This design comes from an exercise in tuning for small area, a short achievable clock period and few clock cycles per item on the open sky130 flow, not from production work. Function was checked by simulation only, so behaviour that the tests miss may differ from the original.

==> flow/design.v <==
module sha256_fp (
    input  wire         clk,
    input  wire         rst,         
    input  wire         in_valid,
    input  wire [63:0]  in_data,
    output wire         in_ready,
    output reg          fp_valid,
    output wire [255:0] fp
);
    reg [511:0] w;           
    reg [31:0]  a, b, c, d, e, f, g, h;
    reg [31:0]  ha0, ha1, ha2, ha3;      
    reg [31:0]  he0, he1, he2, he3;      
    reg [31:0]  kw;          
    reg [63:0]  hb;          
    reg         hbv;
    reg [5:0]   rnd;         
    reg         run;         
    reg         rpad;        
    reg [3:0]   nb;          
    reg [6:0]   lc;          
    reg         f62, f63;    
    reg         f63i;        
    reg         upd;         
    localparam FASTA = 1;    
    localparam [31:0] I0 = 32'h6a09e667, I1 = 32'hbb67ae85, I2 = 32'h3c6ef372, I3 = 32'ha54ff53a,
                      I4 = 32'h510e527f, I5 = 32'h9b05688c, I6 = 32'h1f83d9ab, I7 = 32'h5be0cd19;
    reg [31:0] kt;
    always @(*) begin
        case (rnd)
            6'd0: kt = 32'h71374491; 6'd1: kt = 32'hb5c0fbcf; 6'd2: kt = 32'he9b5dba5; 6'd3: kt = 32'h3956c25b;
            6'd4: kt = 32'h59f111f1; 6'd5: kt = 32'h923f82a4; 6'd6: kt = 32'hab1c5ed5; 6'd7: kt = 32'hd807aa98;
            6'd8: kt = 32'h12835b01; 6'd9: kt = 32'h243185be; 6'd10: kt = 32'h550c7dc3; 6'd11: kt = 32'h72be5d74;
            6'd12: kt = 32'h80deb1fe; 6'd13: kt = 32'h9bdc06a7; 6'd14: kt = 32'hc19bf174; 6'd15: kt = 32'he49b69c1;
            6'd16: kt = 32'hefbe4786; 6'd17: kt = 32'h0fc19dc6; 6'd18: kt = 32'h240ca1cc; 6'd19: kt = 32'h2de92c6f;
            6'd20: kt = 32'h4a7484aa; 6'd21: kt = 32'h5cb0a9dc; 6'd22: kt = 32'h76f988da; 6'd23: kt = 32'h983e5152;
            6'd24: kt = 32'ha831c66d; 6'd25: kt = 32'hb00327c8; 6'd26: kt = 32'hbf597fc7; 6'd27: kt = 32'hc6e00bf3;
            6'd28: kt = 32'hd5a79147; 6'd29: kt = 32'h06ca6351; 6'd30: kt = 32'h14292967; 6'd31: kt = 32'h27b70a85;
            6'd32: kt = 32'h2e1b2138; 6'd33: kt = 32'h4d2c6dfc; 6'd34: kt = 32'h53380d13; 6'd35: kt = 32'h650a7354;
            6'd36: kt = 32'h766a0abb; 6'd37: kt = 32'h81c2c92e; 6'd38: kt = 32'h92722c85; 6'd39: kt = 32'ha2bfe8a1;
            6'd40: kt = 32'ha81a664b; 6'd41: kt = 32'hc24b8b70; 6'd42: kt = 32'hc76c51a3; 6'd43: kt = 32'hd192e819;
            6'd44: kt = 32'hd6990624; 6'd45: kt = 32'hf40e3585; 6'd46: kt = 32'h106aa070; 6'd47: kt = 32'h19a4c116;
            6'd48: kt = 32'h1e376c08; 6'd49: kt = 32'h2748774c; 6'd50: kt = 32'h34b0bcb5; 6'd51: kt = 32'h391c0cb3;
            6'd52: kt = 32'h4ed8aa4a; 6'd53: kt = 32'h5b9cca4f; 6'd54: kt = 32'h682e6ff3; 6'd55: kt = 32'h748f82ee;
            6'd56: kt = 32'h78a5636f; 6'd57: kt = 32'h84c87814; 6'd58: kt = 32'h8cc70208; 6'd59: kt = 32'h90befffa;
            6'd60: kt = 32'ha4506ceb; 6'd61: kt = 32'hbef9a3f7; 6'd62: kt = 32'hc67178f2; default: kt = 32'h428a2f98;
        endcase
    end
    wire [3:0] ph   = rnd[3:0];
    wire       free = rnd[5:4] == 2'b11;             
    wire       padl = lc[6];                         
    wire       slot = free && ph[0] && !nb[3] && (ph[3:1] == nb[2:0]);
    wire       ins  = slot && (padl || hbv);
    wire       drain = slot && !padl && hbv;
    wire       start = f63 && (nb[3] || (nb[2:0] == 3'd7 && ins)) && !(run && rpad);
    assign in_ready = !hbv;
    wire accept = in_valid && !hbv;
    wire ld63   = f63 && run && !rst;                
    wire [31:0] bw0 = padl ? {nb[2:0] == 3'd0, 31'd0} : hb[63:32];
    wire [31:0] bw1 = padl ? {16'd0, nb[2:0] == 3'd7, 15'd0} : hb[31:0];
    function [31:0] rotr;
        input [31:0] x;
        input integer n;
        rotr = (x >> n) | (x << (32 - n));
    endfunction
    wire [31:0] s1  = rotr(e, 6) ^ rotr(e, 11) ^ rotr(e, 25);
    wire [31:0] ch  = (e & f) ^ (~e & g);
    wire [31:0] s0  = rotr(a, 2) ^ rotr(a, 13) ^ rotr(a, 22);
    wire [31:0] maj = (a & b) ^ (a & c) ^ (b & c);
    wire [31:0] b_s, b_c, x1_s, x1_c, x2_s, x2_c, x3_s, x3_c, y1_s, y1_c, y2_s, y2_c;
    csa u_b  (h,    kw,   ch,   b_s,  b_c);
    csa u_x1 (s1,   s0,   maj,  x1_s, x1_c);
    csa u_x2 (x1_s, x1_c, b_s,  x2_s, x2_c);
    csa u_x3 (x2_s, x2_c, b_c,  x3_s, x3_c);
    csa u_y1 (b_s,  b_c,  d,    y1_s, y1_c);
    csa u_y2 (y1_s, y1_c, s1,   y2_s, y2_c);
    wire [31:0] a_n, e_n;
    add32 #(.FAST(FASTA)) u_an (x3_s, x3_c, 1'b0, a_n);
    add32 #(.FAST(FASTA)) u_en (y2_s, y2_c, 1'b0, e_n);
    wire [31:0] df_s, df_c, df;
    csa u_df (c, he2, ~ha2, df_s, df_c);
    add32 u_dfa (df_s, df_c, 1'b1, df);
    wire [31:0] w0  = w[31:0];
    wire [31:0] w1  = w[63:32];
    wire [31:0] w9  = w[319:288];
    wire [31:0] w14 = w[479:448];
    wire [31:0] w15 = w[511:480];
    wire [31:0] sg0 = rotr(w1, 7) ^ rotr(w1, 18) ^ (w1 >> 3);
    wire [31:0] sg1 = rotr(w14, 17) ^ rotr(w14, 19) ^ (w14 >> 10);
    wire [31:0] ws_s, ws_c, wt_s, wt_c, w16;
    csa u_w1 (w0,   w9,   sg0,  ws_s, ws_c);
    csa u_w2 (ws_s, ws_c, sg1,  wt_s, wt_c);
    add32 u_w16 (wt_s, wt_c, 1'b0, w16);
    wire [31:0] k_s, k_c, kw_n;
    csa u_k (kt, w1, f62 ? ha2 : 32'd0, k_s, k_c);
    add32 u_kw (k_s, k_c, 1'b0, kw_n);
    wire [31:0] ffa, ffe;
    add32 u_ffa (ha0, upd ? a : 32'd0, 1'b0, ffa);
    add32 u_ffe (he0, upd ? e : 32'd0, 1'b0, ffe);
    function [255:0] digest_bytes;
        input [255:0] hv;        
        integer k;
        begin
            for (k = 0; k < 32; k = k + 1)
                digest_bytes[8*k +: 8] = hv[255-8*k -: 8];
        end
    endfunction
    assign fp = digest_bytes({ha0, ha3, ha2, ha1, he0, he3, he2, he1});
    always @(posedge clk) begin
        w[447:0]   <= w[479:32];
        w[479:448] <= ins ? bw0 : w15;
        w[511:480] <= ins ? bw1 : (free ? w0 : w16);
        kw <= kw_n;
        a <= f63i ? ha1 : a_n;
        b <= f63 ? ffa : a;
        c <= f63 ? ha3 : b;
        d <= f63 ? ha2 : f62 ? df : c;
        e <= f63i ? he1 : e_n;
        f <= f63 ? ffe : e;
        g <= f63 ? he3 : f;
        h <= f63 ? he2 : g;
        if (accept)
            hb <= {in_data[7:0],   in_data[15:8],  in_data[23:16], in_data[31:24],
                   in_data[39:32], in_data[47:40], in_data[55:48], in_data[63:56]};
        if (ld63) begin
            ha0 <= a_n;
            he0 <= e_n;
        end else if (rst) begin
            ha0 <= I0;
            he0 <= I4;
        end else if (fp_valid) begin
            ha0 <= I3;
            he0 <= I7;
        end else begin
            ha0 <= ha1;
            he0 <= he1;
        end
        if (rst) begin
            {ha1, ha2, ha3} <= {I3, I2, I1};
            {he1, he2, he3} <= {I7, I6, I5};
        end else if (fp_valid) begin
            {ha1, ha2, ha3} <= {I2, I1, I0};
            {he1, he2, he3} <= {I6, I5, I4};
        end else begin
            ha1 <= ha2;
            ha2 <= ha3;
            ha3 <= ffa;
            he1 <= he2;
            he2 <= he3;
            he3 <= ffe;
        end
    end
    always @(posedge clk) begin
        if (rst) begin
            hbv      <= 1'b0;
            rnd      <= 6'd48;
            run      <= 1'b0;
            rpad     <= 1'b0;
            nb       <= 4'd0;
            lc       <= 7'd0;
            f62      <= 1'b0;
            f63      <= 1'b0;
            f63i     <= 1'b0;
            upd      <= 1'b0;
            fp_valid <= 1'b0;
        end else begin
            if (accept)
                hbv <= 1'b1;
            else if (drain)
                hbv <= 1'b0;
            fp_valid <= f63 && run && rpad;
            if (f63) begin
                rnd <= start ? 6'd0 : 6'd48;
                run <= start;
            end else begin
                rnd <= rnd + 6'd1;
            end
            f62  <= rnd == 6'd61;
            f63  <= rnd == 6'd62;
            f63i <= rnd == 6'd62 && !run;
            upd  <= run && (rnd == 6'd60 || rnd == 6'd61 || rnd == 6'd62);
            if (start) begin
                nb   <= 4'd0;
                rpad <= padl;
                lc   <= padl ? 7'd0 : lc + 7'd1;
            end else if (ins) begin
                nb <= nb + 4'd1;
            end
        end
    end
endmodule
module csa (
    input  wire [31:0] x,
    input  wire [31:0] y,
    input  wire [31:0] z,
    output wire [31:0] s,
    output wire [31:0] c
);
    assign s = x ^ y ^ z;
    wire [31:0] m = (x & y) | (x & z) | (y & z);
    assign c = {m[30:0], 1'b0};
endmodule
module add32 #(parameter FAST = 0) (
    input  wire [31:0] x,
    input  wire [31:0] y,
    input  wire        ci,
    output wire [31:0] s
);
    generate if (FAST) begin : g_tool
        assign s = x + y + {31'd0, ci};
    end else begin : g_skl
        wire [31:0] p0 = x ^ y;
        reg  [31:0] G, P;
        integer l, i;
        always @(*) begin
            G = (x & y) | {31'd0, p0[0] & ci};
            P = p0;
            for (l = 0; l < 5; l = l + 1)
                for (i = 31; i >= 0; i = i - 1)
                    if (i & (1 << l)) begin
                        G[i] = G[i] | (P[i] & G[((i >> l) << l) - 1]);
                        P[i] = P[i] & P[((i >> l) << l) - 1];
                    end
        end
        assign s = p0 ^ {G[30:0], ci};
    end endgenerate
endmodule
==> flow/flow/run.sh <==
#!/bin/bash
# Layout flow: the standard ORFS flow (standard.sh) unchanged, except
#  - every port still gets its own buffer, but a buf_1 instead of the
#    default delay buffer.
set -euo pipefail
bash standard.sh SETUP_SLACK_MARGIN=7.5 "BUFFER_PORTS_ARGS=-buffer_cell sky130_fd_sc_hd__buf_1" finish > standard.log 2>&1
==> flow/standard.sh <==
#!/bin/bash
# synth_recipe.tcl (not shown) runs the flow's synth.tcl, then flattens the netlist and writes it again
# the make line also repeats each setting of config.mk as NAME=value (left out here)
make -C /OpenROAD-flow-scripts/flow DESIGN_CONFIG=/design/flow/config.mk WORK_HOME=/design/flow/orfs CLKGATE_MAP_FILE= SYNTH_SCRIPT=/design/flow/synth_recipe.tcl "${@:-finish}"
==> flow/config.mk <==
export PLATFORM = sky130hd
export DESIGN_NAME = sha256_fp
export DESIGN_NICKNAME = sha256_fp
export VERILOG_FILES = /design/flow/design.v
export SDC_FILE = /design/flow/constraint.sdc
export NUM_CORES = 4
export LEC_CHECK = 0
export CAP_MARGIN = 20
export CORE_MARGIN = 2
export CORE_UTILIZATION = 60
export PLACE_DENSITY = 0.7
export SLEW_MARGIN = 20
==> flow/constraint.sdc <==
create_clock -name core_clock -period 12.0 [get_ports {clk}]
set_input_delay 2.4000 -clock core_clock [delete_from_list [all_inputs] [get_ports {clk}]]
set_output_delay 2.4000 -clock core_clock [all_outputs]
set_load 0.01 [all_outputs]
==> results of run 1 <==
==> path summary, 6_finish.rpt <==
kind,from,to,slack [ns],cells after the start
worst min-delay path,w[184],w[152],0.31,0
worst max-delay path,e[7],ha0[25],6.92,21
worst min register to register,w[184],w[152],0.31,0
worst max register to register,e[7],ha0[25],6.92,21
==> metrics by stage <==
step                setup WS (ns)  hold slack [ns]
floorplan                    7.36            0.310
global placement             6.02            0.309
detailed placement           6.02            0.312
CTS                          6.99            0.309
global route                 6.80            0.318
finish                       6.92            0.312
==> cell families after synthesis <==
logic type | after synthesis
mux | 222
buf+inv | 815
xor+xnor | 444
simple gates | 1028
fa+ha+maj | 596
compound gates | 970
flops | 1177
==> synthesized netlist by cell type, types with 15 or more instances <==
cell type  instances
dfxtp_1         1113
inv_1            544
fa_1             329
xnor2_1          296
nor2_1           269
nand2_1          267
a21oi_1          261
ha_1             238
o21ai_0          235
clkbuf_1         225
mux2_2           183
xor2_1           148
and2_1           139
a21o_1           105
nor3_1            84
nand3_1           69
or3_1             67
edfxtp_1          64
o21ai_1           41
mux2i_1           39
nand2b_1          37
a22o_1            34
a31oi_1           32
maj3_1            29
o211ai_1          28
o21bai_1          28
a211oi_1          27
nor2b_1           23
nand4_1           19
o21a_1            19
buf_2             15
==> repair_timing <==
item	in CTS	in global routing
pin swaps	100	107
setup buffers	92	50
hold buffers	0	0
gates resized for setup	284	185
setup endpoints to repair	143	117
==> metal layers <==
metal	wire length, um	track usage [%]	up-vias
met2	78700	57.9	1791
met4	10700	19.3	0
li1	-	-	18100
met3	13800	6.74	445
met5	0	0	-
met1	69300	47.3	19500
==> area by class of cell <==
cell class                 count  area [sq um]
timing repair buffer         505          2750
clock buffer                 155          3200
multi-input combinational   3260         28900
inverter                     549          2070
fill                        6679         26500
sequential                  1177         24400
clock inverter                59           795
tap                         1176          1470
==> worst max-delay path, cell delays in order (launching register included) <==
cell	delay [ns]
dfxtp_4	0.39
buf_4	0.16
xnor2_1	0.17
xor2_1	0.27
inv_1	0.10
fa_1	0.49
inv_1	0.05
fa_1	0.48
inv_1	0.06
fa_1	0.45
ha_1	0.43
a21o_1	0.20
a21oi_1	0.23
o21ai_0	0.20
a21oi_1	0.24
o21ai_2	0.13
a31oi_1	0.20
o21bai_1	0.10
a21oi_1	0.16
xor2_1	0.18
buf_4	0.16
mux2i_1	0.06
==> flow_metrics.py, run 1 <==
metrics = {
    "route": {
        "wl_mm": 173,
        "vias": 39900,
        "drc": 0,
        "drt_iter0_drc": 3609,
        "avgRoutedWirePerCell_um": 25.1,
        "avgViaCountPerCell": 5.80,
        "antenna_left": 0,
        "dr.pass1.iters": 5,
    },
    "floorplanning": {
        "die_w_um": 306,
        "core_sq_um": 90100,
        "dieHeight_um": 306,
        "rows": 110,
        "io_pins": 325,
        "dieArea_sq_um": 93600,
        "initial_core_util_pct": 60.7,
    },
    "clock_network": {
        "clk-insertion-delay-late_ns": 0.75,
        "clockBufferDepth": 3,
        "cts.sinks": 1177,
        "clk_pin_slew_worst_paths_ns": 0.07,
        "cts_buffers": 115,
        "cts_root_buf": "clkbuf_16",
        "htree_levels": 3,
        "cts_tree": "built",
    },
    "worst_setup_path": {
        "worstSetupPathType": "reg2reg",
        "crit_arrival_ns": 5.64,
        "critical_path_peak_fanout": 6,
        "crit_path_start_kind": "register",
        "cp.required_ns": 12.56,
        "cp-end-kind": "register",
    },
    "logic_synthesis": {
        "synth-main-ff-cell": "dfxtp_1",
        "synth_fa_ha_area_share_pct": 18.0,
        "synthTopCellsByArea": "dfxtp_1, fa_1, ha_1, xnor2_1, mux2_2",
        "ys.warnings.count": 2,
        "syn_avg_cell_area_sq_um": 10.4,
        "ys_seq_area_share_pct": 44.3,
        "synthesis.nets": 5886,
        "synth-seq-cells": 1177,
        "synth_cell_types": 94,
        "synth_top_family_by_area": "adder cells",
        "muxShareOfSynthArea_pct": 4.48,
        "synth-edff-count": 64,
        "ys_async_sr_fraction_pct": 0,
        "synthesis.area_sq_um": 54700,
        "synth_top_cell_by_area": "dfxtp_1",
        "synth_simple_gate_area_share_pct": 9.03,
        "synth_cells": 5252,
        "synth_top_area_share_pct": 40.7,
        "synth-compound-area-share_pct": 11.3,
        "synth_xor_area_share_pct": 7.11,
    },
    "place": {
        "place_area_sq_um": 56800,
        "gp_congestion": 0.991,
        "post-place-cells": 6525,
        "hpwl_mm": 126,
        "place.port_buffers": 324,
    },
    "global_routing": {
        "gr-total-overflow": 0,
        "grt_usage_pct": 36.4,
        "antenna_found_initial": 5,
        "grt_max_degree": 138,
        "grt_pass1_vias": 39200,
        "grt_pass1_wl_mm": 251,
    },
    "finish": {
        "final_util_pct": 70.6,
        "most-common-layout-cells": "dfxtp_1, inv_1, buf_1",
        "drive_gt1_share_pct": 16.0,
        "num_antenna_cells": 0,
        "largest_register_ffs": 512,
        "nets": 6242,
        "layout_commonest_cell": "dfxtp_1",
        "area_growth_pct": 16.3,
        "top_regs": "w (512), hb (64)",
        "largest_register": "w",
        "design_area_sq_um": 63600,
        "stdcell_count": 6881,
    },
    "job": {
        "maxCapViolations": 0,
    },
    "timing": {
        "drv_slew": 0,
        "relSlewSlack_pct": 22.1,
        "fin_crit_sh_pct": 42.4,
        "tightestPinTransition_ns": 1.17,
        "setup_viol": 0,
        "rsz0062_at_grt": "yes",
        "hold_viol_final": 0,
        "fin_tns_setup_ns": 0,
        "skew_ns": 0.0637,
        "period_needed_ns": 5.08,
        "fmax_mhz": 197,
    },
    "worst_hold_path": {
        "hold_class": "reg2reg",
    },
    "outcome": {
        "outcome": "timing/DRC/antenna clean",
    },
}
Testbench counts, summed over its fixed seeds: cycles 133,760, blocks 32.
==> inputs of run 2 (changes only) <==
--- a/flow/design.v
+++ b/flow/design.v
@@ -8,10 +8,10 @@
     output wire [255:0] fp
 );
     reg [511:0] w;           
-    reg [31:0]  a, b, c, d, e, f, g, h;
+    reg [31:0]  a, b, c, d, e, f, g;
+    reg [31:0]  hk;          
     reg [31:0]  ha0, ha1, ha2, ha3;      
     reg [31:0]  he0, he1, he2, he3;      
-    reg [31:0]  kw;          
     reg [63:0]  hb;          
     reg         hbv;
     reg [5:0]   rnd;         
@@ -22,7 +22,7 @@
     reg         f62, f63;    
     reg         f63i;        
     reg         upd;         
-    localparam FASTA = 1;    
+    localparam FASTA = 0;    
     localparam [31:0] I0 = 32'h6a09e667, I1 = 32'hbb67ae85, I2 = 32'h3c6ef372, I3 = 32'ha54ff53a,
                       I4 = 32'h510e527f, I5 = 32'h9b05688c, I6 = 32'h1f83d9ab, I7 = 32'h5be0cd19;
     reg [31:0] kt;
@@ -67,16 +67,14 @@
     wire [31:0] ch  = (e & f) ^ (~e & g);
     wire [31:0] s0  = rotr(a, 2) ^ rotr(a, 13) ^ rotr(a, 22);
     wire [31:0] maj = (a & b) ^ (a & c) ^ (b & c);
-    wire [31:0] b_s, b_c, x1_s, x1_c, x2_s, x2_c, x3_s, x3_c, y1_s, y1_c, y2_s, y2_c;
-    csa u_b  (h,    kw,   ch,   b_s,  b_c);
-    csa u_x1 (s1,   s0,   maj,  x1_s, x1_c);
-    csa u_x2 (x1_s, x1_c, b_s,  x2_s, x2_c);
-    csa u_x3 (x2_s, x2_c, b_c,  x3_s, x3_c);
-    csa u_y1 (b_s,  b_c,  d,    y1_s, y1_c);
-    csa u_y2 (y1_s, y1_c, s1,   y2_s, y2_c);
+    wire [31:0] t_s, t_c, x1_s, x1_c, x2_s, x2_c, y1_s, y1_c;
+    csa u_t  (hk,   ch,   s1,   t_s,  t_c);
+    csa u_x1 (t_s,  t_c,  s0,   x1_s, x1_c);
+    csa u_x2 (x1_s, x1_c, maj,  x2_s, x2_c);
+    csa u_y1 (t_s,  t_c,  d,    y1_s, y1_c);
     wire [31:0] a_n, e_n;
-    add32 #(.FAST(FASTA)) u_an (x3_s, x3_c, 1'b0, a_n);
-    add32 #(.FAST(FASTA)) u_en (y2_s, y2_c, 1'b0, e_n);
+    add32 #(.FAST(FASTA)) u_an (x2_s, x2_c, 1'b0, a_n);
+    add32 #(.FAST(FASTA)) u_en (y1_s, y1_c, 1'b0, e_n);
     wire [31:0] df_s, df_c, df;
     csa u_df (c, he2, ~ha2, df_s, df_c);
     add32 u_dfa (df_s, df_c, 1'b1, df);
@@ -91,9 +89,10 @@
     csa u_w1 (w0,   w9,   sg0,  ws_s, ws_c);
     csa u_w2 (ws_s, ws_c, sg1,  wt_s, wt_c);
     add32 u_w16 (wt_s, wt_c, 1'b0, w16);
-    wire [31:0] k_s, k_c, kw_n;
-    csa u_k (kt, w1, f62 ? ha2 : 32'd0, k_s, k_c);
-    add32 u_kw (k_s, k_c, 1'b0, kw_n);
+    wire [31:0] k_s, k_c, k2_s, k2_c, hk_n;
+    csa u_k  (kt,  w1,  f63 ? he2 : g,      k_s,  k_c);
+    csa u_k2 (k_s, k_c, f62 ? ha2 : 32'd0,  k2_s, k2_c);
+    add32 u_hk (k2_s, k2_c, 1'b0, hk_n);
     wire [31:0] ffa, ffe;
     add32 u_ffa (ha0, upd ? a : 32'd0, 1'b0, ffa);
     add32 u_ffe (he0, upd ? e : 32'd0, 1'b0, ffe);
@@ -110,7 +109,7 @@
         w[447:0]   <= w[479:32];
         w[479:448] <= ins ? bw0 : w15;
         w[511:480] <= ins ? bw1 : (free ? w0 : w16);
-        kw <= kw_n;
+        hk <= hk_n;
         a <= f63i ? ha1 : a_n;
         b <= f63 ? ffa : a;
         c <= f63 ? ha3 : b;
@@ -118,7 +117,6 @@
         e <= f63i ? he1 : e_n;
         f <= f63 ? ffe : e;
         g <= f63 ? he3 : f;
-        h <= f63 ? he2 : g;
         if (accept)
             hb <= {in_data[7:0],   in_data[15:8],  in_data[23:16], in_data[31:24],
                    in_data[39:32], in_data[47:40], in_data[55:48], in_data[63:56]};
@@ -206,8 +204,25 @@
     input  wire        ci,
     output wire [31:0] s
 );
-    generate if (FAST) begin : g_tool
+    generate if (FAST == 1) begin : g_tool
         assign s = x + y + {31'd0, ci};
+    end else if (FAST == 2) begin : g_ks
+        wire [31:0] p0 = x ^ y;
+        reg  [31:0] G, P, Gn, Pn;
+        integer l, i;
+        always @(*) begin
+            G = (x & y) | {31'd0, p0[0] & ci};
+            P = p0;
+            for (l = 0; l < 5; l = l + 1) begin
+                Gn = G; Pn = P;
+                for (i = 31; i >= (1 << l); i = i - 1) begin
+                    Gn[i] = G[i] | (P[i] & G[i - (1 << l)]);
+                    Pn[i] = P[i] & P[i - (1 << l)];
+                end
+                G = Gn; P = Pn;
+            end
+        end
+        assign s = p0 ^ {G[30:0], ci};
     end else begin : g_skl
         wire [31:0] p0 = x ^ y;
         reg  [31:0] G, P;
==> run 2 against run 1 <==
Still clean on timing, DRC and antenna. Register-to-register slack improved by 0.17 ns. Non-clock buffer count fell by 56. Flip-flop and latch count fell by 32. Sequential share of layout area rose by 0.62 points. Maximum frequency rose by 3.5%. Clock-buffer cell count fell by 3.
==> flow_metrics.py, run 2 <==
metrics = {
    "outcome": {
        "outcome": "timing/DRC/antenna clean",
    },
    "finish": {
        "largest_register": "w",
        "largest_register_ffs": 512,
        "most-common-layout-cells": "dfxtp_1, inv_1, buf_1",
        "layout_commonest_cell": "dfxtp_1",
        "top_regs": "w (512), hb (64)",
        "nets": 5983,
        "area_growth_pct": 15.4,
        "num_antenna_cells": 0,
        "nFillCells": 6481,
        "drive_gt1_share_pct": 13.3,
        "design_area_sq_um": 60900,
    },
    "place": {
        "place.port_buffers": 324,
        "gp_congestion": 0.965,
        "place_ws_ns": 6.11,
        "hpwl_mm": 120,
        "place_area_sq_um": 54900,
    },
    "worst_setup_path": {
        "critical-path-top-delay-family": "adder cells",
        "rr_endpoint": "ha0[31]",
        "max_stage_delay_ns": 0.51,
        "worstSetupPathType": "reg2reg",
        "cp-end-kind": "register",
        "crit_buf_inv": 3,
        "crit_arrival_ns": 5.49,
        "crit_path_start_kind": "register",
        "slowest_stage": "fa_2",
        "r2r_slack_ns": 7.09,
        "crit_chain": "mux2_2, fa_2, fa_1, inv_1, fa_1, inv_1, ha_2, nand4_1, or3_4, a211oi_4, o21ai_4, o211a_1, buf_6, o21ai_4, xnor2_2, o21ai_1",
        "critical_path_peak_fanout": 5,
        "rr_worst_depth": 16,
        "rr_startpoint": "e[17]",
        "cp.required_ns": 12.58,
    },
    "logic_synthesis": {
        "synth-seq-cells": 1145,
        "ys_async_sr_fraction_pct": 0,
        "synthTopCellsByArea": "dfxtp_1, fa_1, ha_1, xnor2_1, inv_1",
        "syn_avg_cell_area_sq_um": 10.4,
        "synth_top_area_share_pct": 41.0,
        "synthesis.area_sq_um": 52700,
        "synth.most_common_cell": "dfxtp_1",
        "ys_seq_area_share_pct": 44.7,
        "ys.warnings.count": 3,
        "synth-main-ff-cell": "dfxtp_1",
        "ys_top_cells_by_count": "dfxtp_1, inv_1, xnor2_1",
        "synth_cell_types": 80,
        "synth_cells": 5067,
        "synth_top_cell_by_area": "dfxtp_1",
        "synth-edff-count": 64,
        "synthesis.nets": 5680,
    },
    "global_routing": {
        "grt_max_degree": 74,
        "grt_usage_pct": 36.7,
        "grt_pass1_vias": 37900,
        "gr-total-overflow": 0,
        "antenna_found_initial": 4,
        "grt_pass1_wl_mm": 243,
    },
    "timing": {
        "fmax_mhz": 204,
        "skew_ns": 0.0639,
        "relSlewSlack_pct": 27.9,
        "fin_tns_setup_ns": 0,
        "setup_viol": 0,
        "fin_crit_sh_pct": 40.9,
        "rsz0062_at_grt": "yes",
        "drv_slew": 0,
        "period_needed_ns": 4.91,
        "tightestPinTransition_ns": 1.08,
        "hold_viol_final": 0,
        "fin_ws_ns": 7.09,
    },
    "route": {
        "drt_iter0_drc": 3029,
        "avgViaCountPerCell": 5.75,
        "vias": 38100,
        "drc": 0,
        "wl_mm": 167,
        "antenna_left": 0,
        "dr.pass1.iters": 5,
        "avgRoutedWirePerCell_um": 25.2,
    },
    "clock_network": {
        "clk_pin_slew_worst_paths_ns": 0.07,
        "clk-insertion-delay-late_ns": 0.75,
        "cts_buffers": 111,
        "cts_tree": "built",
        "clockBufferDepth": 3,
        "htree_levels": 3,
        "cts_root_buf": "clkbuf_16",
        "cts.sinks": 1145,
    },
    "floorplanning": {
        "die_w_um": 300,
        "dieArea_sq_um": 90300,
        "rows": 108,
        "dieHeight_um": 300,
        "initial_core_util_pct": 60.7,
        "io_pins": 325,
        "core_sq_um": 86900,
    },
    "job": {
        "maxCapViolations": 0,
    },
    "worst_hold_path": {
        "hold_class": "reg2reg",
        "hold_start": "w[244]",
        "min_to": "w[212]",
        "min_path_cells": 0,
    },
}
[run 2: cell types whose count changed after synthesis, sizes merged, moves of 19 or more]
cell,delta
dfxtp,-32
nor2,-29
a21oi,-26
fa,-24
maj3,-19
nor3,-19
[run 2: area by class of cell]
type                    instances  area, sq um  area share (%)
multi-input cells            3101        27200            44.7
flip-flops and latches       1145        23700            39.0
clock buffers                 152         3150            5.17
repair buffers                449         2490            4.09
inverters                     562         2110            3.47
well taps                    1155         1450            2.37
clock inverters                53          697            1.15
[run 2: routing by layer]
| layer | global-route usage, % | routed length (um) | vias to the layer above |
|---|---|---|---|
| met3 | 6.68 | 13700 | 428 |
| met5 | 0 | 0 | - |
| met1 | 47.4 | 66200 | 18500 |
| met2 | 58.3 | 75700 | 1752 |
| li1 | - | - | 17400 |
| met4 | 21.2 | 11100 | 0 |
[run 2: stage by stage]
stage | cells | util, % | hold slack, ns
detailed placement | 6337 | 63.2 | 0.312
finish | 6617 | 70.0 | 0.312
global placement | 6337 | 63.2 | 0.310
global route | 6617 | 70.0 | 0.313
floorplan | 5067 | - | 0.310
CTS | 6587 | 69.1 | 0.308
[run 2: logic make-up (layout without fill, tap and decap cells)]
logic type,count (synthesis),in the layout,synth area share (%)
adder cells (fa/ha/maj),556,556,17.5
XOR/XNOR,438,438,7.27
multiplexers,226,226,4.79
buffers and inverters,821,1216,5.88
AO/OA/AOI/OAI,965,965,11.7
flip-flops,1145,1145,44.7
AND/OR/NAND/NOR,916,916,8.25
[run 2: worst max path at each step]
stage / startpoint / end / slack (ns) / cells past startpoint
floorplan: e[2] / a[17] / 7.38 / 17
CTS: e[13] / a[17] / 7.15 / 18
detailed placement: rst / u_k.x[7] / 6.11 / 12
global placement: rst / u_k.x[7] / 6.11 / 12
global route: e[0] / ha0[24] / 6.98 / 20
finish: e[17] / ha0[31] / 7.09 / 16
[run 2: repair_timing]
item,CTS,global route
setup endpoints to repair,186,106
setup buffers,40,29
gates cloned,5,1
pin swaps,63,77
hold buffers,0,0
gates resized for setup,234,125
Testbench counts of run 2, summed over its fixed seeds: cycles 133,760, blocks 32.
==> inputs of run 3 (changes only) <==
--- a/flow/config.mk
+++ b/flow/config.mk
@@ -7,6 +7,6 @@
 export LEC_CHECK = 0
 export CAP_MARGIN = 20
 export CORE_MARGIN = 2
-export CORE_UTILIZATION = 60
-export PLACE_DENSITY = 0.7
+export CORE_UTILIZATION = 70
+export PLACE_DENSITY = 0.8
 export SLEW_MARGIN = 20
==> run 3 against run 2 <==
Die area fell by 14%. Register-to-register slack worse by 0.17 ns. Critical path type unchanged. Highest routed layer unchanged.
==> flow_metrics.py, run 3 <==
metrics = {
    "timing": {
        "setup_viol": 0,
        "fin_tns_setup_ns": 0,
        "fin_crit_sh_pct": 42.3,
        "drv_slew": 0,
        "period_needed_ns": 5.08,
        "relSlewSlack_pct": 16.3,
        "whs_ns": 0.297,
        "rsz0062_at_grt": "yes",
        "tightestPinTransition_ns": 1.26,
        "hold_viol_final": 0,
        "fmax_mhz": 197,
        "skew_ns": 0.0484,
    },
    "worst_hold_path": {
        "hold_class": "reg2reg",
    },
    "clock_network": {
        "cts.sinks": 1145,
        "clockBufferDepth": 3,
        "cts_tree": "built",
        "cts_root_buf": "clkbuf_16",
        "clk_pin_slew_worst_paths_ns": 0.07,
        "holdBufCountCts": 0,
        "htree_levels": 3,
        "cts_buffers": 109,
        "clk-insertion-delay-late_ns": 0.72,
    },
    "route": {
        "drt_iter0_drc": 5394,
        "antenna_left": 0,
        "avgViaCountPerCell": 6.42,
        "wl_mm": 186,
        "vias": 41400,
        "drc": 0,
        "avgRoutedWirePerCell_um": 28.9,
        "dr.pass1.iters": 8,
    },
    "logic_synthesis": {
        "synth_cells": 5067,
        "synth-edff-count": 64,
        "synthesis.area_sq_um": 52700,
        "synth_top_cell_by_area": "dfxtp_1",
        "ys_async_sr_fraction_pct": 0,
        "syn_avg_cell_area_sq_um": 10.4,
        "synth_top_family_by_area": "adder cells",
        "synth_cell_types": 80,
        "synth_top_area_share_pct": 41.0,
        "ys_top_cells_by_count": "dfxtp_1, inv_1, xnor2_1",
        "synth-main-ff-cell": "dfxtp_1",
        "synth_xor_area_share_pct": 7.27,
        "synth_fa_ha_area_share_pct": 17.5,
        "synthTopCellsByArea": "dfxtp_1, fa_1, ha_1, xnor2_1, inv_1",
        "ys_seq_area_share_pct": 44.7,
        "muxShareOfSynthArea_pct": 4.79,
        "synth_simple_gate_area_share_pct": 8.25,
        "ys.warnings.count": 3,
        "synth.most_common_cell": "dfxtp_1",
        "synth-compound-area-share_pct": 11.7,
        "synth-seq-cells": 1145,
        "synthesis.nets": 5680,
    },
    "finish": {
        "stdcell_count": 6441,
        "largest_register_ffs": 512,
        "drive_gt1_share_pct": 13.9,
        "nFillCells": 3965,
        "nets": 5995,
        "area_growth_pct": 15.5,
        "top_regs": "w (512), hb (64)",
        "final_util_pct": 81.7,
        "largest_register": "w",
        "most-common-layout-cells": "dfxtp_1, inv_1, buf_1",
        "layout_commonest_cell": "dfxtp_1",
    },
    "worst_setup_path": {
        "cp-end-kind": "register",
        "cp.required_ns": 12.58,
        "crit_path_start_kind": "register",
        "crit_arrival_ns": 5.65,
        "worstSetupPathType": "reg2reg",
        "critical_path_peak_fanout": 6,
    },
    "floorplanning": {
        "io_pins": 325,
        "die_w_um": 278,
        "core_sq_um": 74600,
        "dieHeight_um": 278,
        "rows": 100,
        "dieArea_sq_um": 77600,
        "initial_core_util_pct": 70.7,
    },
    "outcome": {
        "outcome": "timing/DRC/antenna clean",
    },
    "global_routing": {
        "grt_pass1_vias": 40900,
        "grt_usage_pct": 45.5,
        "grt_max_degree": 80,
        "antenna_found_initial": 1,
        "grt_pass1_wl_mm": 259,
        "gr-total-overflow": 0,
    },
    "job": {
        "maxCapViolations": 0,
    },
    "place": {
        "post-place-cells": 6146,
        "hpwl_mm": 119,
        "place.port_buffers": 324,
        "gp_congestion": 0.989,
    },
}
-- run 3: what timing repair did --
item,CTS,global route
buffers inserted,39,50
gates resized for setup,222,143
cloned,4,1
hold endpoints to repair,0,0
setup endpoints to repair,173,115
pin swaps,66,68
-- run 3: layer usage --
metal  wire [um]  GRT usage, %
met1       63000          55.0
met2       81700          70.3
met3       22300          11.1
met4       19200          35.1
met5           0             0
-- run 3: logic make-up after synthesis --
family | after synthesis
buffers and inverters | 821
adders and majority gates | 556
muxes | 226
xor gates and xnor gates | 438
DFF | 1145
AOI/OAI and AO/OA | 965
and+or+nand+nor | 916
-- run 3: final timing paths --
check	start	endpoint	slack, ns	cells after the start
min reg2reg	w[240]	w[208]	0.30	0
max	e[11]	ha0[28]	6.92	19
min	w[240]	w[208]	0.30	0
max reg2reg	e[11]	ha0[28]	6.92	19
-- run 3: metrics by stage --
step	setup slack, ns	instance area, sq um
2_1_floorplan	7.38	52800
3_3_place_gp	6.44	54600
3_5_place_dp	6.37	54600
4_1_cts	7.25	59800
5_1_grt	6.82	60900
6_report	6.92	60900
-- run 3: worst max-delay path, stage by stage, from the launching register on --
cell,delay (ns)
dfxtp_2,0.48
xor2_1,0.36
xnor2_2,0.29
fa_2,0.49
fa_1,0.44
fa_1,0.53
inv_1,0.05
ha_1,0.26
a21o_1,0.20
a21oi_4,0.17
o21ai_4,0.08
a221oi_4,0.24
buf_6,0.17
a211oi_4,0.10
o21ai_4,0.24
buf_4,0.16
o21ai_1,0.07
a31oi_1,0.20
xor2_1,0.28
o21ai_1,0.09
-- run 3: cell type report --
cell class / instances / area (sq um) / share of cell area, %
antenna: 2 / 5.00 / 0.00822
clock buffer: 146 / 3110 / 5.11
clock inverter: 53 / 813 / 1.34
inverter: 562 / 2120 / 3.48
multi-input combinational: 3103 / 27400 / 45.0
sequential: 1145 / 23800 / 39.0
tap: 969 / 1210 / 1.99
timing repair buffer: 461 / 2470 / 4.06
==> inputs of run 4 (changes only) <==
--- a/flow/design.v
+++ b/flow/design.v
@@ -123,20 +123,14 @@
         if (ld63) begin
             ha0 <= a_n;
             he0 <= e_n;
-        end else if (rst) begin
-            ha0 <= I0;
-            he0 <= I4;
-        end else if (fp_valid) begin
+        end else if (rst || fp_valid) begin
             ha0 <= I3;
             he0 <= I7;
         end else begin
             ha0 <= ha1;
             he0 <= he1;
         end
-        if (rst) begin
-            {ha1, ha2, ha3} <= {I3, I2, I1};
-            {he1, he2, he3} <= {I7, I6, I5};
-        end else if (fp_valid) begin
+        if (rst || fp_valid) begin
             {ha1, ha2, ha3} <= {I2, I1, I0};
             {he1, he2, he3} <= {I6, I5, I4};
         end else begin
@@ -151,7 +145,7 @@
     always @(posedge clk) begin
         if (rst) begin
             hbv      <= 1'b0;
-            rnd      <= 6'd48;
+            rnd      <= 6'd49;
             run      <= 1'b0;
             rpad     <= 1'b0;
             nb       <= 4'd0;
--- a/flow/config.mk
+++ b/flow/config.mk
@@ -7,6 +7,6 @@
 export LEC_CHECK = 0
 export CAP_MARGIN = 20
 export CORE_MARGIN = 2
-export CORE_UTILIZATION = 70
-export PLACE_DENSITY = 0.8
+export CORE_UTILIZATION = 60
+export PLACE_DENSITY = 0.7
 export SLEW_MARGIN = 20
==> run 4 against run 3 <==
Sequential share of layout area is 0.73 points lower. Clock skew is 0.0045 ns higher. Synthesized cell count shrank 1.5%. Global-route usage down 5.7 points. Flip-flop and latch count is the same. Register-to-register slack gained 0.11 ns. Maximum frequency grew 2.3%. Worst setup slack gained 0.11 ns. Synthesized area is 0.44% lower. Worst hold slack better by 0.025 ns. Critical path type unchanged.
==> flow_metrics.py, run 4 <==
metrics = {
    "outcome": {
        "outcome": "timing/DRC/antenna clean",
    },
    "global_routing": {
        "antenna_found_initial": 8,
        "gr-total-overflow": 0,
        "grt_max_degree": 85,
        "grt_usage_pct": 39.8,
        "grt_pass1_wl_mm": 257,
        "grt_pass1_vias": 37600,
    },
    "logic_synthesis": {
        "ys_seq_area_share_pct": 44.9,
        "synth-seq-cells": 1145,
        "synthesis.area_sq_um": 52500,
        "ys_async_sr_fraction_pct": 0,
        "synth_top_area_share_pct": 41.2,
        "synth_cells": 4993,
        "ys.warnings.count": 3,
        "synthesis.nets": 5606,
        "synth_cell_types": 86,
        "ys_top_cells_by_count": "dfxtp_1, inv_1, xnor2_1",
        "synthTopCellsByArea": "dfxtp_1, fa_1, ha_1, xnor2_1, mux2_2",
        "synth-edff-count": 64,
        "synth_top_cell_by_area": "dfxtp_1",
        "synth-main-ff-cell": "dfxtp_1",
        "syn_avg_cell_area_sq_um": 10.5,
        "synth.most_common_cell": "dfxtp_1",
    },
    "route": {
        "wl_mm": 183,
        "drc": 0,
        "drt_iter0_drc": 3605,
        "avgRoutedWirePerCell_um": 27.5,
        "avgViaCountPerCell": 5.82,
        "antenna_left": 0,
        "dr.pass1.iters": 5,
        "vias": 38600,
    },
    "timing": {
        "whs_ns": 0.322,
        "setup_viol": 0,
        "skew_ns": 0.0530,
        "fmax_mhz": 201,
        "rsz0062_at_grt": "yes",
        "fin_tns_setup_ns": 0,
        "period_needed_ns": 4.96,
        "fin_crit_sh_pct": 41.4,
        "hold_viol_final": 0,
        "drv_slew": 0,
        "tightestPinTransition_ns": 1.14,
        "fin_ws_ns": 7.04,
        "relSlewSlack_pct": 24.1,
    },
    "finish": {
        "drive_gt1_share_pct": 16.2,
        "most-common-layout-cells": "dfxtp_1, inv_1, buf_1",
        "largest_register_ffs": 512,
        "nets": 5989,
        "area_growth_pct": 18.1,
        "layout_commonest_cell": "dfxtp_1",
        "final_util_pct": 71.5,
        "largest_register": "w",
        "top_regs": "w (512), hb (64)",
        "nFillCells": 6198,
    },
    "clock_network": {
        "htree_levels": 3,
        "cts_root_buf": "clkbuf_16",
        "cts_buffers": 112,
        "cts_tree": "built",
        "clk_pin_slew_worst_paths_ns": 0.06,
        "holdBufCountCts": 0,
        "cts.sinks": 1145,
        "clockBufferDepth": 3,
        "clk-insertion-delay-late_ns": 0.74,
    },
    "floorplanning": {
        "core_sq_um": 86800,
        "io_pins": 325,
        "dieArea_sq_um": 89900,
        "rows": 108,
        "die_w_um": 300,
        "initial_core_util_pct": 60.5,
        "dieHeight_um": 300,
    },
    "worst_setup_path": {
        "crit_buf_inv": 5,
        "max_stage_delay_ns": 0.54,
        "critical_path_cell_count": 18,
        "cp-end-kind": "register",
        "critical_path_peak_fanout": 3,
        "cp.required_ns": 12.62,
        "rr_worst_depth": 18,
        "crit_chain": "buf_12, xnor2_4, xnor2_2, fa_2, fa_1, inv_1, fa_1, inv_2, ha_4, a21o_1, nand4_1, a211oi_2, o31a_1, a21boi_2, buf_4, inv_4, fa_2, mux2_2",
        "crit_arrival_ns": 5.58,
        "slowest_stage": "fa_2",
        "worstSetupPathType": "reg2reg",
        "critical-path-top-delay-family": "adder cells",
        "crit_path_start_kind": "register",
    },
    "worst_hold_path": {
        "hold_class": "reg2reg",
        "min_path_cells": 0,
    },
    "place": {
        "gp_congestion": 0.972,
        "place_ws_ns": 5.38,
        "hpwl_mm": 135,
        "place.port_buffers": 324,
    },
    "job": {
        "maxCapViolations": 0,
    },
}
[run 4: layout make-up]
class | count | area, sq um | area share (%)
Clock buffer | 147 | 3160 | 5.09
Antenna cell | 1 | 2.50 | 0.00404
Tap cell | 1155 | 1450 | 2.33
Clock inverter | 63 | 726 | 1.17
Sequential cell | 1145 | 23700 | 38.3
Inverter | 548 | 2080 | 3.35
Timing Repair Buffer | 518 | 3220 | 5.19
Multi-Input combinational cell | 3051 | 27700 | 44.6
[run 4: stage by stage]
step	cells	cell area [sq um]
after floorplan	4993	52600
after global placement	6280	54700
after detailed placement	6280	54700
after CTS	6582	60800
after global routing	6627	62000
final	6628	62000
[run 4: path summary, 6_finish.rpt]
| kind | slack (ns) | end | start |
|---|---|---|---|
| setup / recovery | 7.04 | a[16] | e[13] |
| setup reg to reg | 7.04 | a[16] | e[13] |
| hold reg to reg | 0.32 | w[397] | w[429] |
| hold / removal | 0.32 | w[397] | w[429] |
[run 4: what timing repair did]
action                                  4_1_cts  5_1_grt
endpoints found under the hold margin         0        0
gates cloned                                  4        1
resized for setup                           299      161
setup buffers                                88       42
pin swaps                                    93      108
endpoints found under the setup margin      185      121
[run 4: cell families (layout without fill, tap and decap cells)]
group	Yosys count	count (layout)	synth area share (%)
xor gates and xnor gates	441	441	7.36
DFF	1145	1145	44.9
AOI/OAI and AO/OA	865	865	10.6
other	0	1	0
and+or+nand+nor	964	964	9.15
muxes	225	225	4.75
buffers and inverters	797	1276	5.75
adders and majority gates	556	556	17.6
[run 4: per-layer routing]
metal / GRT usage [%] / part of all wire [%]
met4: 20.2 / 5.9
met3: 10.1 / 10
met1: 52.3 / 39
met5: 0 / 0.0071
met2: 61.2 / 45
[run 4: worst reg2reg max path: cells and delay by family (launching register included)]
family                     cells  cell delay (ns)
and+or+nand+nor                1             0.15
AOI/OAI and AO/OA              4             0.92
muxes                          1             0.29
adders and majority gates      5             2.29
buffers and inverters          5             0.46
DFF                            1             0.35
xor gates and xnor gates       2             0.38
Testbench counts of run 4, summed over its fixed seeds: cycles 133,752, blocks 32.
==> inputs of run 5 (changes only) <==
--- a/flow/design.v
+++ b/flow/design.v
@@ -67,11 +67,15 @@
     wire [31:0] ch  = (e & f) ^ (~e & g);
     wire [31:0] s0  = rotr(a, 2) ^ rotr(a, 13) ^ rotr(a, 22);
     wire [31:0] maj = (a & b) ^ (a & c) ^ (b & c);
+    wire [31:0] s1b  = rotr(e, 6) ^ (rotr(e, 11) ^ rotr(e, 25));
+    wire [31:0] s0b  = rotr(a, 2) ^ (rotr(a, 13) ^ rotr(a, 22));
+    wire [31:0] maj2 = (a & (b | c)) | (b & c);
     wire [31:0] t_s, t_c, x1_s, x1_c, x2_s, x2_c, y1_s, y1_c;
-    csa u_t  (hk,   ch,   s1,   t_s,  t_c);
-    csa u_x1 (t_s,  t_c,  s0,   x1_s, x1_c);
-    csa u_x2 (x1_s, x1_c, maj,  x2_s, x2_c);
-    csa u_y1 (t_s,  t_c,  d,    y1_s, y1_c);
+    csx u_t  (s1,   s1b,  hk,   ch,   t_s,  t_c);
+    wire [31:0] t_s2 = hk ^ (ch ^ s1b);
+    csx u_x1 (s0,   s0b,  t_s,  t_c,  x1_s, x1_c);
+    csx u_x2 (maj,  maj2, x1_s, x1_c, x2_s, x2_c);
+    csx u_y1 (t_s,  t_s2, t_c,  d,    y1_s, y1_c);
     wire [31:0] a_n, e_n;
     add32 #(.FAST(FASTA)) u_an (x2_s, x2_c, 1'b0, a_n);
     add32 #(.FAST(FASTA)) u_en (y1_s, y1_c, 1'b0, e_n);
@@ -234,3 +238,15 @@
         assign s = p0 ^ {G[30:0], ci};
     end endgenerate
 endmodule
+module csx (
+    input  wire [31:0] x,
+    input  wire [31:0] xc,
+    input  wire [31:0] y,
+    input  wire [31:0] z,
+    output wire [31:0] s,
+    output wire [31:0] c
+);
+    assign s = x ^ y ^ z;
+    wire [31:0] m = (xc & y) | (xc & z) | (y & z);
+    assign c = {m[30:0], 1'b0};
+endmodule
==> run 5 against run 4 <==
Die area up 0.98%. Global-route usage shrank 4.1 points. Still clean. Register-to-register slack better by 0.26 ns. Utilization shrank 1.5 points. Critical path type unchanged. Cell area shrank 0.70%. Critical path depth down 1.
==> flow_metrics.py, run 5 <==
metrics = {
    "outcome": {
        "outcome": "timing/DRC/antenna clean",
    },
    "place": {
        "place_area_sq_um": 55200,
        "gp_congestion": 0.947,
        "post-place-cells": 6349,
        "hpwl_mm": 121,
        "place.port_buffers": 324,
    },
    "global_routing": {
        "grt_pass1_vias": 36900,
        "antenna_found_initial": 2,
        "grt_pass1_wl_mm": 238,
        "gr-total-overflow": 0,
        "grt_usage_pct": 35.7,
        "grt_max_degree": 148,
    },
    "worst_hold_path": {
        "hold_start": "w[429]",
        "hold_class": "reg2reg",
    },
    "worst_setup_path": {
        "critical_path_peak_fanout": 4,
        "crit_start": "e[13]",
        "crit_top_cell": "a21oi_1",
        "max_stage_delay_ns": 0.56,
        "crit_path_start_kind": "register",
        "cp-end-kind": "register",
        "crit_chain": "buf_4, xnor2_1, xnor2_1, xor3_1, ha_1, o21bai_1, maj3_1, ha_1, a21oi_1, o21ai_0, a21oi_1, o21ai_4, a21oi_4, nand2b_1, a21oi_2, xor2_1, a21oi_1",
        "rr_startpoint": "e[13]",
        "cp.required_ns": 12.57,
        "crit_arrival_ns": 5.27,
        "worstSetupPathType": "reg2reg",
        "slowest_stage": "xnor2_1",
    },
    "logic_synthesis": {
        "ys.warnings.count": 3,
        "synth-edff-count": 64,
        "ys_seq_area_share_pct": 44.4,
        "syn_avg_cell_area_sq_um": 10.5,
        "synth_cells": 5065,
        "ys_top_cells_by_count": "dfxtp_1, xnor2_1, inv_1",
        "synth-seq-cells": 1145,
        "ys_async_sr_fraction_pct": 0,
        "synthesis.nets": 5614,
        "synth_top_area_share_pct": 40.8,
        "synthesis.area_sq_um": 53000,
        "synth_top_cell_by_area": "dfxtp_1",
        "synthTopCellsByArea": "dfxtp_1, fa_1, xnor2_1, ha_1, mux2_2",
        "synth_cell_types": 81,
        "synth-main-ff-cell": "dfxtp_1",
        "synth.most_common_cell": "dfxtp_1",
    },
    "timing": {
        "fin_crit_sh_pct": 39.2,
        "hold_viol_final": 0,
        "drv_slew": 0,
        "whs_ns": 0.314,
        "rsz0062_at_grt": "yes",
        "fmax_mhz": 213,
        "period_needed_ns": 4.70,
        "skew_ns": 0.0501,
        "setup_viol": 0,
        "tightestPinTransition_ns": 0.933,
        "relSlewSlack_pct": 37.5,
        "fin_tns_setup_ns": 0,
    },
    "route": {
        "avgViaCountPerCell": 5.70,
        "antenna_left": 0,
        "drc": 0,
        "dr.pass1.iters": 5,
        "wl_mm": 165,
        "vias": 38000,
        "avgRoutedWirePerCell_um": 24.8,
        "drt_iter0_drc": 3038,
    },
    "clock_network": {
        "clk-insertion-delay-late_ns": 0.74,
        "cts.sinks": 1145,
        "clk_pin_slew_worst_paths_ns": 0.07,
        "holdBufCountCts": 0,
        "clockBufferDepth": 3,
        "cts_buffers": 113,
        "cts_tree": "built",
        "htree_levels": 3,
        "cts_root_buf": "clkbuf_16",
    },
    "floorplanning": {
        "rows": 109,
        "initial_core_util_pct": 60.3,
        "io_pins": 325,
        "dieArea_sq_um": 90800,
        "core_sq_um": 88000,
        "dieHeight_um": 301,
        "die_w_um": 301,
    },
    "finish": {
        "top_regs": "w (512), hb (64)",
        "nets": 5951,
        "design_area_sq_um": 61600,
        "area_growth_pct": 16.1,
        "most-common-layout-cells": "dfxtp_1, inv_1, xnor2_1",
        "layout_commonest_cell": "dfxtp_1",
        "largest_register_ffs": 512,
        "drive_gt1_share_pct": 14.7,
        "stdcell_count": 6666,
        "largest_register": "w",
    },
    "job": {
        "maxCapViolations": 0,
    },
}
## run 5: cell count changes in the layout (fill, tap and decap cells not counted), sizes merged, moves of 29 or more
cell	before	now
fa	305	214
xnor2	313	393
buf	512	468
maj3	10	78
inv	562	367
nor2	175	242
xor2	128	206
a21o	102	73
## run 5: cell families after synthesis
logic type / after synthesis / synth area share, %
flops: 1145 / 44.4
xor+xnor: 620 / 10.8
compound gates: 857 / 10.1
buf+inv: 613 / 4.38
simple gates: 1044 / 9.67
fa+ha+maj: 560 / 15.9
mux: 226 / 4.72
## run 5: repair_timing
item / 4_1_cts / 5_1_grt
buffers inserted: 49 / 50
gates resized for setup: 187 / 191
cloned: 3 / 1
endpoints found under the setup margin: 161 / 121
pin swaps: 56 / 102
## run 5: worst paths after layout
check | endpoint | slack, ns | depth (start not counted)
setup / recovery | ha0[29] | 7.30 | 17
hold / removal | w[397] | 0.31 | 0
setup reg to reg | ha0[29] | 7.30 | 17
hold reg to reg | w[397] | 0.31 | 0
## run 5: layer usage
metal | wire length, um | global-route usage, % | up-vias
li1 | - | - | 17600
met1 | 66900 | 46.5 | 18400
met2 | 74700 | 57.1 | 1504
met3 | 12500 | 6.11 | 439
met4 | 11200 | 18.8 | 0
met5 | 0 | 0 | -
## run 5: cell type report
type                       count  area [sq um]
antenna                        3          7.51
fill                        6569         26400
clock buffer                 148          3190
sequential                  1145         23700
tap                         1165          1460
timing repair buffer         473          2570
clock inverter                63           763
inverter                     362          1370
multi-input combinational   3307         28500
## run 5: critical path: cells and delay by family, from the launching register on
| kind | cells | cell delay (ns) |
|---|---|---|
| xor gates and xnor gates | 4 | 1.47 |
| buffers and inverters | 1 | 0.15 |
| AOI/OAI and AO/OA | 8 | 1.46 |
| adders and majority gates | 3 | 0.95 |
| DFF | 1 | 0.37 |
| and+or+nand+nor | 1 | 0.12 |
## run 5: through the flow
stage / setup slack (ns) / util, %
2_1_floorplan: 7.51 / -
3_3_place_gp: 6.17 / 62.7
3_5_place_dp: 6.15 / 62.7
4_1_cts: 7.40 / 68.5
5_1_grt: 7.15 / 70.0
6_report: 7.30 / 70.0
Testbench counts of run 5, summed over its fixed seeds: cycles 133,752, blocks 32.

static timing again, ports no longer ideal:
In the flow no input, the clock included, has a driving cell. The finished layouts below were timed again as built, in two steps.
Step 1 (the two cells are an assumption about what drives the block):
set clk [get_ports {clk}]
set_driving_cell -lib_cell sky130_fd_sc_hd__clkbuf_16 $clk
set_driving_cell -lib_cell sky130_fd_sc_hd__buf_2 [delete_from_list [all_inputs] $clk]
Step 2, shift: input delay + t, output delay - t, t = (earliest + latest rising clock arrival at the registers) / 2. This alone moves slack from input paths to output paths.
Slacks: ideal ports / drivers / drivers and shift; pairs: ideal ports / drivers.
| run | t, ns | setup slack, ns | worst setup path at the end | pins driven straight from the clock port |
|---|---|---|---|---|
| run 1 | 0.790 | 6.917 / 6.917 / 6.828 | input to register | 1 |
| run 2 | 0.785 | 7.090 / 7.090 / 6.781 | input to register | 1 |
| run 3 | 0.773 | 6.924 / 6.924 / 6.671 | input to register | 1 |
| run 4 | 0.788 | 7.037 / 7.037 / 6.794 | input to register | 1 |
| run 5 | 0.784 | 7.298 / 7.298 / 6.810 | input to register | 1 |
After both steps every run listed still meets setup and hold. The setup slack of run 5, which loses most, moves by 0.000 ns with the drivers and by -0.488 ns with both steps.
